Background: an optimization exercise with open tools, aiming at small area, a short achievable clock period and few clock cycles. Do not read the settings as production practice.
The RTL was checked by simulation tests, not by an equivalence proof against the original design.
No activity file was given, so power comes from the tool's default toggle rates.

`flow/config.mk`:
```
export PLATFORM = sky130hd
export DESIGN_NAME = sp_profile
export DESIGN_NICKNAME = sp_profile
export VERILOG_FILES = /design/flow/design.v
export SDC_FILE = /design/flow/constraint.sdc
export NUM_CORES = 4
export LEC_CHECK = 0
export CAP_MARGIN = 20
export CORE_MARGIN = 2
export CORE_UTILIZATION = 40
export SLEW_MARGIN = 20
```
`flow/constraint.sdc`:
```
create_clock -name core_clock -period 40.0 [get_ports {clk}]
set_input_delay 8.0000 -clock core_clock [delete_from_list [all_inputs] [get_ports {clk}]]
set_output_delay 8.0000 -clock core_clock [all_outputs]
set_load 0.01 [all_outputs]
```
`flow/design.v`:
```
module sp_profile (
    input  wire        clk,
    input  wire        rst,
    input  wire        in_valid,
    output wire        in_ready,
    input  wire        in_init,
    input  wire [15:0] in_target,
    input  wire [31:0] in_vmax,
    input  wire [31:0] in_amax,
    input  wire [31:0] in_jmax,
    output reg         out_valid,
    output reg  [15:0] out_sp,
    output wire [32:0] out_v,
    output wire [32:0] out_a
);
    localparam [2:0] IDLE = 3'd0, S1 = 3'd1, MUL = 3'd2, SQ = 3'd3, S3 = 3'd4;
    reg  [2:0]  st;
    reg  signed [39:0] p;
    reg  signed [32:0] v;
    reg  signed [32:0] a;
    reg  signed [15:0] tgt;
    reg  [31:0] vmax, amax, jmax;
    reg         init;
    reg  [40:0] rmag;      
    reg         rneg;      
    reg         cruise;    
    reg  [65:0] x;         
    reg  [34:0] rem;       
    reg  [32:0] root;      
    reg  [32:0] y;         
    reg  [32:0] msk;       
    reg  [5:0]  cnt;
    assign out_v = v;
    assign out_a = a;
    function [5:0] msb;    
        input [40:0] w;
        integer i;
        begin
            msb = 6'd0;
            for (i = 0; i < 41; i = i + 1)
                if (w[i]) msb = i[5:0];
        end
    endfunction
    wire signed [40:0] t30  = {{10{tgt[15]}}, tgt, 15'd0};
    wire        on_tgt = (p == t30[39:0]);
    wire        fin1   = init || (vmax == 32'd0) || on_tgt;
    wire signed [40:0] r    = t30 - {p[39], p};
    wire signed [40:0] rn   = {p[39], p} - t30;
    wire        [40:0] r_abs = r[40] ? rn : r;
    wire signed [33:0] vmx  = {2'b00, vmax};
    wire signed [33:0] amx  = {2'b00, amax};
    wire signed [33:0] jmx  = {2'b00, jmax};
    wire signed [32:0] v_lim = (v > vmx) ? vmx[32:0] : (v < -vmx) ? -vmx[32:0] : v;
    wire signed [32:0] a_lim = (a > amx) ? amx[32:0] : (a < -amx) ? -amx[32:0] : a;
    wire [5:0]  la = msb({9'd0, amax});
    wire [5:0]  lv = msb({9'd0, vmax});
    wire [5:0]  lr = msb(r_abs);
    wire        sure = ({1'b0, la} + {1'b0, lr}) >= ({lv, 1'b0} + 7'd1);
    wire [6:0]  lsum = {1'b0, la} + {1'b0, lr} + 7'd2;
    wire [34:0] amx_ext = {2'b00, amax, 1'b0};
    wire [2:0]  trip    = amx_ext[{cnt[4:0], 1'b0} +: 3];
    wire        b_neg   = trip[2] && !(trip[1] && trip[0]);
    wire        b_two   = (trip == 3'b011) || (trip == 3'b100);
    wire        b_zero  = (trip == 3'b000) || (trip == 3'b111);
    wire [65:0] b_mag   = b_zero ? 66'd0 : b_two ? {23'd0, rmag, 2'b00} : {24'd0, rmag, 1'b0};
    wire [65:0] x_mul   = {x[63:0], 2'b00} + (b_neg ? ~b_mag : b_mag) + {65'd0, b_neg};
    wire [1:0]  pair   = x[{cnt, 1'b0} +: 2];
    wire [36:0] rem_sh = {rem, pair};
    wire [36:0] diff   = rem_sh - {2'b00, root, 2'b01};
    wire        fits   = !diff[36];
    wire [32:0] ybit   = msk & ~{1'b0, msk[32:1]};
    wire [32:0] y_hi  = y | msk;
    wire        y_ge_v = y >= {1'b0, vmax};
    wire [31:0] m     = (cruise || y_ge_v) ? vmax : y[31:0];
    wire signed [33:0] vdes = rneg ? -$signed({2'b00, m}) : $signed({2'b00, m});
    wire signed [34:0] aj_lo = a - jmx;
    wire signed [34:0] aj_hi = a + jmx;
    wire signed [34:0] lo    = (aj_lo < -amx) ? -amx : aj_lo;
    wire signed [34:0] hi    = (aj_hi > amx) ? amx : aj_hi;
    wire signed [34:0] dv    = vdes - v;
    wire signed [34:0] a_new = (dv < lo) ? lo : (dv > hi) ? hi : dv;
    wire signed [34:0] vsum  = v + a_new;
    wire signed [34:0] v_new = (vsum > vmx) ? vmx : (vsum < -vmx) ? -vmx : vsum;
    wire signed [35:0] vlo = v + lo;
    wire signed [35:0] vhi = v + hi;
    wire signed [35:0] tl  = rneg ? -vhi : vlo;
    wire signed [35:0] th  = rneg ? -vlo : vhi;
    wire signed [35:0] vm36 = {4'd0, vmax};
    wire signed [35:0] yl36 = {3'd0, y};
    wire signed [35:0] yh36 = {3'd0, y_hi};
    wire        known = cruise || (msk == 33'd0) || y_ge_v ||
                        (yh36 <= tl) || (vm36 <= tl) ||
                        ((yl36 >= th) && (vm36 >= th));
    wire [32:0] vabs = v[32] ? -v : v;
    wire        land = (v != 33'sd0) && (v[32] == rneg) && ({8'd0, vabs} >= rmag);
    wire signed [41:0] psum  = $signed({{2{p[39]}}, p}) + v;
    wire signed [39:0] p_add = (psum > 42'sh007fffffffff) ? 40'sh7fffffffff :
                               (psum < -42'sh008000000000) ? 40'sh8000000000 : psum[39:0];
    wire signed [40:0] p_rnd = {p_add[39], p_add} + 41'sd16384;
    wire signed [25:0] p_q   = p_rnd[40:15];
    wire        [15:0] sp_q  = (p_q > 26'sd32767) ? 16'h7fff : (p_q < -26'sd32768) ? 16'h8000 : p_q[15:0];
    wire last = (st == IDLE) || (st == S1 && fin1) || (st == S3);
    assign in_ready = last;
    wire take = in_valid && last;
    always @(posedge clk) begin
        if (take) begin
            tgt  <= in_target;
            vmax <= in_vmax;
            amax <= in_amax;
            jmax <= in_jmax;
            init <= in_init;
        end
    end
    always @(posedge clk) begin
        if (rst) begin
            st        <= IDLE;
            p         <= 40'sd0;
            v         <= 33'sd0;
            a         <= 33'sd0;
            out_valid <= 1'b0;
            out_sp    <= 16'd0;
        end else begin
            out_valid <= 1'b0;
            case (st)
                IDLE: if (take) st <= S1;
                S1: if (fin1) begin
                    p         <= t30[39:0];
                    v         <= 33'sd0;
                    a         <= 33'sd0;
                    out_sp    <= tgt;
                    out_valid <= 1'b1;
                    st        <= take ? S1 : IDLE;
                end else begin
                    v      <= v_lim;
                    a      <= a_lim;
                    rmag   <= r_abs;
                    rneg   <= r[40];
                    cruise <= sure;
                    x      <= 66'd0;
                    cnt    <= {1'b0, la[5:1]} + {5'd0, la[0]};
                    y      <= 33'd0;
                    msk    <= 33'd0;
                    st     <= sure ? SQ : MUL;
                end
                MUL: begin
                    x   <= x_mul;
                    cnt <= cnt - 6'd1;
                    if (cnt == 6'd0) begin
                        cnt  <= lsum[6:1];
                        rem  <= 35'd0;
                        root <= 33'd0;
                        msk  <= ~(33'h1fffffffe << lsum[6:1]);
                        st   <= SQ;
                    end
                end
                SQ: if (known) begin
                    v  <= v_new[32:0];
                    a  <= a_new[32:0];
                    st <= S3;
                end else begin
                    rem  <= fits ? diff[34:0] : rem_sh[34:0];
                    root <= {root[31:0], fits};
                    y    <= fits ? (y | ybit) : y;
                    msk  <= {1'b0, msk[32:1]};
                    cnt  <= cnt - 6'd1;
                end
                S3: begin
                    out_valid <= 1'b1;
                    if (land) begin
                        p      <= t30[39:0];
                        v      <= 33'sd0;
                        a      <= 33'sd0;
                        out_sp <= tgt;
                    end else begin
                        p      <= p_add;
                        out_sp <= sp_q;
                    end
                    st <= take ? S1 : IDLE;
                end
                default: st <= IDLE;
            endcase
        end
    end
endmodule
```
`flow/run.sh`:
```
#!/bin/bash
# synth_recipe.tcl (not shown) runs the flow's synth.tcl, then flattens the netlist and writes it again
# the make line also repeats each setting of config.mk as NAME=value (left out here)
make -C /OpenROAD-flow-scripts/flow DESIGN_CONFIG=/design/flow/config.mk WORK_HOME=/design/flow/orfs CLKGATE_MAP_FILE= SYNTH_SCRIPT=/design/flow/synth_recipe.tcl finish
```
==> summary.txt <==
status=complete, no violations; final instance area=70740 sq um; quantity of I/O buffers inserted on ports=approximately 200; max capacitance violation total=0; number of buffers on the longest clock path=3; hold bufs inserted after CTS=0; stage delay of the slowest cell on the critical path=about 0.76 ns; count of clock tree sinks=487; period utilisation layout=0.4835; placed insts=between 9000 and 10000; worst min-delay path startpoint=out_sp[15]; hold-critical path depth=2; global router's overall resource usage=0.3057; launch instance of the worst register-to-register path=vmax[1]; wire length of the first global-routing pass=376.6 mm; total clock buffers created by CTS=71; total setup violations reported at the end of the flow=0; worst voltage drop across the vdd grid=around 0.10 mV; portion of the post-synthesis area used by sequential elements=0.2090; number of top-level pins=200; die footprint=163100 sq um; share of final-layout standard cells stronger than drive strength 1=0.05557; leading register cell type out of synthesis=sky130_fd_sc_hd__edfxtp_1; register bit total from synthesis=about 490; Root Buffer=sky130_fd_sc_hd__clkbuf_16; initial antenna violation count=7; CP max-delay cell=sky130_fd_sc_hd__o41ai_1; final weighted congestion of routability-driven global placement=around 0.98; synthesized net count=8947; antenna-violating nets left=0; via count of the first global-routing pass=about 58000; post-layout min period=19.34 ns; final setup skew=about 0.058 ns; Startpoint Class=flop; largest net degree at the start of global routing=slightly below 90; Worst path most repeated cell=sky130_fd_sc_hd__a21o_1; number of distinct library cells after synthesis=111; # nets final=~9000; worst relative slew slack=0.1536; Min-Delay Endpoint=out_sp[15]; leakage=between 30 and 40 nW; power density over cell area=roughly 70 nW/um^2; Layout area overhead=10.65%; final cell count without fillers=10124; slew at the pin closest to its max-slew limit=~1.3 ns; CTS clk-pin slew, worst paths=0.07 ns; worst-case register-to-register setup slack=20.66 ns; final cell utilization of the core=0.4462; starting utilization of the core area=0.4032; Setup Buffers After CTS=0; sum of overflow across all layers after global routing=0; remaining routing DRC violations=0; cells resized by post-CTS repair=0; total number of vias=between 60000 and 70000; Final Hold Violating Endpoints=0; HPWL Detailed=206.2 mm; unrepaired setup endpoints after global routing=false; CTS tree=done; Worst Reg-to-Reg Cells=72; core outline area=roughly 160000 sq um; mean area per synthesized cell=a little over 8 sq um; max frequency=51.71 MHz; Req. time, crit path=a little over 40 ns; CP Max Fanout=55; number of cell rows=146; detailed-routing iteration count for the pre-antenna-repair pass=6; worst-case hold slack=approximately 0.49 ns; total count of max-transition violations in the final report=0; Post-DP Area=about 70000 sq um; number of synthesized flops with an enable pin=around 360; clock latency of the later-clocked register in the worst-skew pair=between 0.7 and 0.8 ns; area of the mapped netlist=63930 sq um; Critical R2R Capture=v[18]; # H-tree levels=3; signal arrival time at the worst endpoint=19.93 ns; Synth Warn #=1; DIE HEIGHT=403.8 um; detail-routed via count per cell=approximately 6.2; Min-Delay Path Class=reg2reg; count of mapped cells out of synthesis=between 7000 and 8000; number of DRC markers in iteration 0=about 6400; type of element capturing the critical path=flop; final setup TNS=0 ns; Die Wd=just over 400 um; post-DR wirelength/cell=25.59 um; total wire length after detailed routing=~260 mm; proportion of register bits with asynchronous set or reset after synthesis=0; critical path class=reg2reg
-- worst max-delay path: cells and delay by family, from the launching register on --
family | cells | cell delay (ns)
simple gates | 15 | 3.69
buf+inv | 6 | 1.85
flops | 1 | 0.57
mux | 2 | 0.74
compound gates | 39 | 9.30
xor+xnor | 2 | 0.41
fa+ha+maj | 8 | 2.51
-- per-stage QoR --
stage | power, mW | setup slack [ns]
detailed placement | 4.017 | 21.04
floorplan | 2.908 | 23.55
global route | 5.097 | 19.57
finish | 4.811 | 20.66
global placement | 3.981 | 21.31
CTS | 4.702 | 20.97
-- cells in the mapped netlist, drive strengths merged, types with 46 or more instances --
| cell type | number | area, sq um |
|---|---|---|
| a211oi | 82 | 650.6 |
| a21o | 285 | 2140 |
| a21oi | 717 | 3603 |
| a221oi | 57 | 535.5 |
| a31oi | 69 | 437.9 |
| and2 | 53 | 331.6 |
| and3 | 69 | 436.7 |
| buf | 61 | 336.6 |
| clkbuf | 246 | 923.4 |
| dfxtp | 126 | 2522 |
| edfxtp | 361 | 10840 |
| ha | 918 | 11490 |
| inv | 534 | 2004 |
| mux2i | 264 | 2659 |
| nand2 | 528 | 1987 |
| nand2b | 142 | 888.4 |
| nand3 | 147 | 740.7 |
| nand4 | 134 | 838.3 |
| nor2 | 696 | 2615 |
| nor2b | 137 | 857.1 |
| nor3 | 220 | 1111 |
| nor4 | 64 | 440.4 |
| o211ai | 46 | 360.4 |
| o21a | 116 | 870.8 |
| o21ai | 433 | 2167 |
| o21bai | 50 | 375.4 |
| o31ai | 59 | 470.5 |
| or2 | 64 | 400.4 |
| or3 | 77 | 486.7 |
| xnor2 | 428 | 3749 |
| xor2 | 139 | 1225 |
-- placed cells by master, fill, tap and decap left out, types with 24 or more instances in the layout --
cell and instances:
sky130_fd_sc_hd__xor2_1 137, sky130_fd_sc_hd__nor4_1 59, sky130_fd_sc_hd__o31ai_1 56, sky130_fd_sc_hd__buf_4 121, sky130_fd_sc_hd__dfxtp_1 125, sky130_fd_sc_hd__a21o_1 285, sky130_fd_sc_hd__a22oi_1 45, sky130_fd_sc_hd__inv_1 532
sky130_fd_sc_hd__nand4_1 134, sky130_fd_sc_hd__or2_2 64, sky130_fd_sc_hd__nor3b_1 24, sky130_fd_sc_hd__nor2_1 692, sky130_fd_sc_hd__ha_1 918, sky130_fd_sc_hd__o21a_1 116, sky130_fd_sc_hd__a211oi_1 75, sky130_fd_sc_hd__o21ai_0 419
sky130_fd_sc_hd__edfxtp_1 361, sky130_fd_sc_hd__o21bai_1 50, sky130_fd_sc_hd__a211o_1 32, sky130_fd_sc_hd__and3_1 68, sky130_fd_sc_hd__o22ai_1 32, sky130_fd_sc_hd__or3_1 76, sky130_fd_sc_hd__nor3_1 216, sky130_fd_sc_hd__nand3_1 146
sky130_fd_sc_hd__mux2i_1 262, sky130_fd_sc_hd__mux2_2 32, sky130_fd_sc_hd__clkdlybuf4s50_1 198, sky130_fd_sc_hd__nand2b_1 142, sky130_fd_sc_hd__xnor2_1 426, sky130_fd_sc_hd__and2_1 50, sky130_fd_sc_hd__nand2_1 523, sky130_fd_sc_hd__o211ai_1 43
sky130_fd_sc_hd__a221oi_1 53, sky130_fd_sc_hd__a21oi_1 710, sky130_fd_sc_hd__nor2b_1 135, sky130_fd_sc_hd__a31oi_1 66, sky130_fd_sc_hd__clkbuf_16 73
-- worst max path at each step --
| stage | startpoint | endpoint | slack, ns | depth (start not counted) |
|---|---|---|---|---|
| 6_report | vmax[1] | v[18] | 20.66 | 72 |
| 5_1_grt | vmax[1] | v[8] | 19.57 | 72 |
| 4_1_cts | vmax[1] | v[18] | 20.97 | 72 |
| 3_5_place_dp | vmax[1] | v[18] | 21.04 | 72 |
| 3_3_place_gp | vmax[1] | v[18] | 21.31 | 72 |
| 2_1_floorplan | a[1] | rem[0] | 23.55 | 56 |
-- sequential cells by signal (all words and copies together) (netlist names), 16 cells and up --
signal  count
root       33
jmax       32
p          40
rem        35
msk        33
vmax       32
tgt        16
x          65
rmag       41
amax       32
y          33
out_sp     16
a          33
v          33
-- final cells by class --
type                    instances  area [sq um]
clock inverters                41         478.0
inverters                     539          2023
multi-input cells            6571         47490
diodes                          8         20.02
fillers                     15791         87820
flip-flops and latches        487         13360
repair buffers                319          2890
clock buffers                  87          1889
well taps                    2072          2592
-- kinds of logic (layout without fill, tap and decap cells) --
| group | count (synthesis) | after routing | synth area share |
|---|---|---|---|
| AO/OA/AOI/OAI | 2313 | 2313 | 0.2367 |
| XOR/XNOR | 567 | 567 | 0.07779 |
| adder cells (fa/ha/maj) | 941 | 941 | 0.1847 |
| buffers and inverters | 846 | 986 | 0.05135 |
| flip-flops | 487 | 487 | 0.2090 |
| multiplexers | 310 | 310 | 0.05198 |
| other | 0 | 8 | 0 |
| AND/OR/NAND/NOR | 2440 | 2440 | 0.1885 |
-- where the power goes --
part	switching, mW	internal [mW]
sequential	0.0574	0.588
clock	0.274	0.390
combinational	2.28	1.22
total	2.62	2.20
-- per-layer routing --
metal  track usage  vias to the layer above  part of all wire
met1        0.4254                    30043              0.44
met3       0.05995                      471             0.089
met4        0.1493                        4             0.054
met5             0                        -           0.00067
met2        0.4492                     2728              0.41
li1              -                    29320                 -
Testbench counts, summed over its fixed seeds: cycles 284,262.

## separate check: timing with driven ports
Ports are ideal in the flow. The routed layout listed here was re-timed in OpenROAD.
Step 1 sets driving cells, clkbuf_16 on the clock port and buf_2 on the other inputs (assumed; they add their load-dependent delay and slew).
Step 2, shift: input delay + t, output delay - t, t = (earliest + latest rising clock arrival at the registers) / 2. This alone moves slack from input paths to output paths.
Three values: ideal, step 1, step 2; two values: the first two.
shift t [ns]: 0.784
setup WS [ns]: 20.660 / 20.660 / 20.660
worst slew at a driven data input, ns: 0.08
After both steps setup and hold are still met in this run. For this run, drivers alone change the setup slack by 0.000 ns; drivers and shift together by 0.000 ns.
